Source: an optimization exercise on an open RTL-to-GDS flow (aim: small area, a short achievable clock period and few clock cycles). Production flows keep margins and buffers that such runs may drop. Function was checked by simulation only, so behaviour that the tests miss may differ from the original. No activity file was given, so power comes from the tool's default toggle rates.

## logic_core
module logic_core (
    input  wire        clk,
    input  wire        rst,
    input  wire        start,
    input  wire        cold,
    input  wire        rate_hi,
    input  wire [13:0] scan_ticks,
    output reg         done,
    output wire [13:0] imem_addr,
    input  wire [31:0] imem_rdata,
    output wire [11:0] bra_addr,
    input  wire        bra_data,
    output wire [11:0] brb_addr,
    input  wire        brb_data,
    output wire        bw_en,
    output wire [11:0] bw_addr,
    output wire        bw_data,
    output wire [11:0] wra_addr,
    input  wire [31:0] wra_data,
    output wire [11:0] wrb_addr,
    input  wire [31:0] wrb_data,
    output wire        ww_en,
    output wire [11:0] ww_addr,
    output wire [31:0] ww_data,
    output wire [7:0]  st_addr,
    input  wire [33:0] st_rdata,
    output wire        st_we,
    output wire [33:0] st_wdata
);
Size in the first run: ~4300 cells after synthesis, roughly 340 flip-flops, about 320 I/O pins, about 31000 um^2 of cells after synthesis.
==> flow/config.mk <==
export PLATFORM = sky130hd
export DESIGN_NAME = logic_core
export DESIGN_NICKNAME = logic_core
export VERILOG_FILES = /design/flow/design.v
export SDC_FILE = /design/flow/constraint.sdc
export NUM_CORES = 4
export LEC_CHECK = 0
export ABC_AREA = 1
export CAP_MARGIN = 20
export CORE_MARGIN = 2
export CORE_UTILIZATION = 40
export SLEW_MARGIN = 20
==> flow/constraint.sdc <==
create_clock -name core_clock -period 22.0 [get_ports {clk}]
set_input_delay 4.4000 -clock core_clock [delete_from_list [all_inputs] [get_ports {clk}]]
set_output_delay 4.4000 -clock core_clock [all_outputs]
set_load 0.01 [all_outputs]
standard.sh (not shown) runs the stock make flow with config.mk's settings and CLKGATE_MAP_FILE= SYNTH_SCRIPT=/design/flow/synth_recipe.tcl, a recipe that flattens the netlist after the stock synthesis.
==> flow/flow/run.sh <==
#!/bin/bash
# The standard layout (bash standard.sh) with two changes to how ORFS
# builds it; the SDC, the clock period and every other setting stay the standard flow's.
#  - repair_timing is asked to leave extra setup slack (SETUP_SLACK_MARGIN,
#    in ns), so that the layout's paths come out shorter than the clock
#    period requires;
#  - the port buffers that global placement inserts on every input and
#    output are buf_2 cells instead of ORFS's default delay buffers.
set -euo pipefail
export SETUP_SLACK_MARGIN=16
export BUFFER_PORTS_ARGS="-buffer_cell sky130_fd_sc_hd__buf_2"
bash standard.sh > standard.log 2>&1
Testbench counts at the start, summed over its fixed seeds: cycles 335,913.
Edit:
--- a/flow/design.v
+++ b/flow/design.v
@@ -47,23 +47,22 @@
     reg        h2;           
     reg [7:0]  st_idx;       
     reg        cold_r;
     reg        rate_r;
     reg [13:0] scan_r;
     reg        x_v;
     reg [2:0]  xst;
     reg [5:0]  xop;
     reg [1:0]  xp;
     reg [11:0] xd;           
     reg [11:0] xsx;          
-    reg [7:0]  x_idx;
     reg        xbd, xbs, xf0, xf1;
     reg [31:0] xwd;          
     reg [31:0] xws;          
     reg        pr;
     reg [11:0] annul;
     reg [31:0] acc;          
     reg [31:0] q;            
     reg [4:0]  idx;          
     reg [3:0]  trem;         
     reg        qneg;         
     reg        bneg_r, btwo_r, bzero_r;    
@@ -220,23 +219,23 @@
     wire        tp_start = xbs && !xf0 && !xf1 && !cold_r;
     wire        tp_run   = xf1 || tp_start;
     wire [31:0] t_base   = (xop == OP_TP && tp_start) ? 32'd0 : xwd;
     wire [31:0] t_thr    = rate_r ? 32'd30923765 : 32'd10307922;
     wire [31:0] t_lim    = t_thr - {18'd0, scan_r};
     wire        t_sat    = t_base >= t_lim;
     wire [4:0]  t_msb    = msb32(t_base | {18'd0, scan_r});
     wire [4:0]  t_top    = (t_msb == 5'd31) ? 5'd15 : ((t_msb + 5'd1) >> 1);
     wire        t_long   = (xop == OP_TON && xbs) || (xop == OP_TOF && !xbs && xf1) ||
                            (xop == OP_TP && tp_run);
     wire [14:0] t_step   = tl(rate_r, trem, q[{idx[3:0], 1'b0} +: 2]);
-    wire [31:0] t_et     = qneg ? 32'h7FFF_FFFF : acc;
+    wire [31:0] t_et     = acc;      
     wire        cnt_edge = xbs && !xf0 && !cold_r;
     wire        cnt_dn   = (xop == OP_CTD);
     wire [31:0] cv_pm    = xwd + {{31{cnt_dn}}, 1'b1};
     wire        cv_move  = cnt_edge && (xwd != {cnt_dn, {31{!cnt_dn}}});
     wire [31:0] cv_new   = cv_move ? cv_pm : xwd;
     reg  [32:0] add_a, add_b;
     reg         add_c;
     always @(*) begin
         add_a = {xwd[31], xwd};
         add_b = ~{xws[31], xws};
         add_c = 1'b1;
@@ -469,36 +468,36 @@
                 end
             end
             if (x_end) begin
                 x_v <= 1'b0;
                 run <= 1'b0;
             end else if (x_fin || !x_v) begin
                 x_v <= r_adv;
             end
             if (r_adv && r_owned)
                 st_idx <= st_idx + 8'd1;
             if (!run) begin
+                ir     <= imem_rdata;
+                wa_r   <= imem_rdata[23:12];
+                wb_r   <= imem_rdata[11:0];
+                cold_r <= cold;
+                rate_r <= rate_hi;
+                scan_r <= scan_ticks;
                 if (start) begin
                     run    <= 1'b1;
                     r_v    <= 1'b1;
-                    ir     <= imem_rdata;
-                    wa_r   <= imem_rdata[23:12];
-                    wb_r   <= imem_rdata[11:0];
                     pc     <= (imem_rdata[31:26] == OP_END) ? 14'd0 : 14'd1;
                     h2     <= 1'b0;
                     pr     <= 1'b0;
                     annul  <= 12'd0;
                     st_idx <= 8'd0;
-                    cold_r <= cold;
-                    rate_r <= rate_hi;
-                    scan_r <= scan_ticks;
                 end
             end else if (need2) begin
                 wa_r <= imem_rdata[23:12];
                 wb_r <= imem_rdata[11:0];
                 pc  <= pc + 14'd1;
                 h2  <= 1'b1;
             end else if (r_adv) begin
                 if (r_op == OP_END) begin
                     r_v <= 1'b0;
                 end else begin
                     ir   <= imem_rdata;
@@ -506,42 +505,41 @@
                     wb_r <= imem_rdata[11:0];
                     pc  <= (imem_rdata[31:26] == OP_END) ? 14'd0 : pc + 14'd1;
                     h2  <= 1'b0;
                 end
             end
         end
     end
     always @(posedge clk) begin
         w_bdat  <= e_bdat;
         w_baddr <= xd;
         w_waddr <= x_waddr;
-        w_saddr <= x_idx;
+        w_saddr <= st_idx - 8'd1;    
         w_sflg  <= e_sdat[33:32];
         case (xst)
             X_EX: if (xe) begin
                 if (xop == OP_MUL) begin
                     acc <= 32'd0;
                     idx <= {1'b0, m_top};
                 end
                 if (xop == OP_DIV) begin
                     acc  <= 32'd0;
                     q    <= (d_zero || q_zero) ? 32'd0 : sum[31:0];
                     idx  <= 5'd31;
                     qneg <= a_neg ^ d_neg && !(d_zero || q_zero);
                 end
                 if (is_timer) begin
-                    acc  <= 32'd0;
+                    acc  <= t_sat ? 32'h7FFF_FFFF : 32'd0;
                     trem <= 4'd0;
                     q    <= t_newc;
                     idx  <= t_top;
-                    qneg <= t_sat;
                 end
             end
             X_MUL: begin
                 acc <= sum[31:0];
                 idx <= idx - 5'd1;
             end
             X_DIV: begin
                 acc <= lt ? {acc[30:0], q[31]} : sum[31:0];
                 q   <= {q[30:0], !lt};
                 idx <= idx - 5'd1;
             end
@@ -556,21 +554,20 @@
         btwo_r  <= (bdig == 3'b011) || (bdig == 3'b100);
         bzero_r <= (bdig == 3'b000) || (bdig == 3'b111);
         if (e_wen)
             acc <= e_wdat;
         if (e_sen && xst == X_EX)
             q <= e_sdat[31:0];
         if (r_adv) begin
             xop   <= r_op;
             xp    <= ir[25:24];
             xd    <= r_fd;
             xsx   <= r_tc ? wa_r : r_fs;
-            x_idx <= st_idx;
             xbd   <= bra_data;
             xbs   <= brb_data;
             xwd   <= r_timer ? st_rdata[31:0] : wra_data;
             xws   <= wrb_data;
             xf0   <= st_rdata[32];
             xf1   <= st_rdata[33];
         end
     end
 endmodule
Outcome: Total power decreases by 31%; wire length came out higher by about 2.7%; maximum frequency went down by 7.5%; global-route usage came out higher by 2.1 points; die area goes down by about 3.4%; design area goes down by 0.81%; non-clock buffer count climbs by 44.
Testbench counts after the change, summed over its fixed seeds: cycles 335,913.

port drivers added, routing unchanged:
Ports are ideal in the flow. The routed layouts listed here were re-timed in OpenROAD. Step 1 (the two cells are an assumption about what drives the block):
set clk [get_ports {clk}]
set_driving_cell -lib_cell sky130_fd_sc_hd__clkbuf_16 $clk
set_driving_cell -lib_cell sky130_fd_sc_hd__buf_2 [delete_from_list [all_inputs] $clk]
Step 2 adds t to the input delays and takes it off the output delays; t is the mean of the earliest and latest rising clock arrival at the registers after step 1. Input paths then give back, and output paths get back, about the clock's delay inside the block. a / b / c = ideal ports / drivers / drivers and shift; a / b = the first two.
| run | t, ns | slack for setup (ns) | hold WS [ns] | worst setup path at the end | worst register clock-pin slew, ns |
|---|---|---|---|---|---|
| the first run | 0.683 | 15.883 / 15.883 / 15.541 | 0.338 / 0.338 / 0.338 | input to register | 0.07 / 0.07 |
| the second run | 0.660 | 15.385 / 15.385 / 15.385 | 0.437 / 0.437 / 0.437 | register to register | 0.09 / 0.09 |
After both steps setup and hold are still met in every run listed. The setup slack of the first run, which loses most, moves by 0.000 ns with the drivers and by -0.342 ns with both steps.
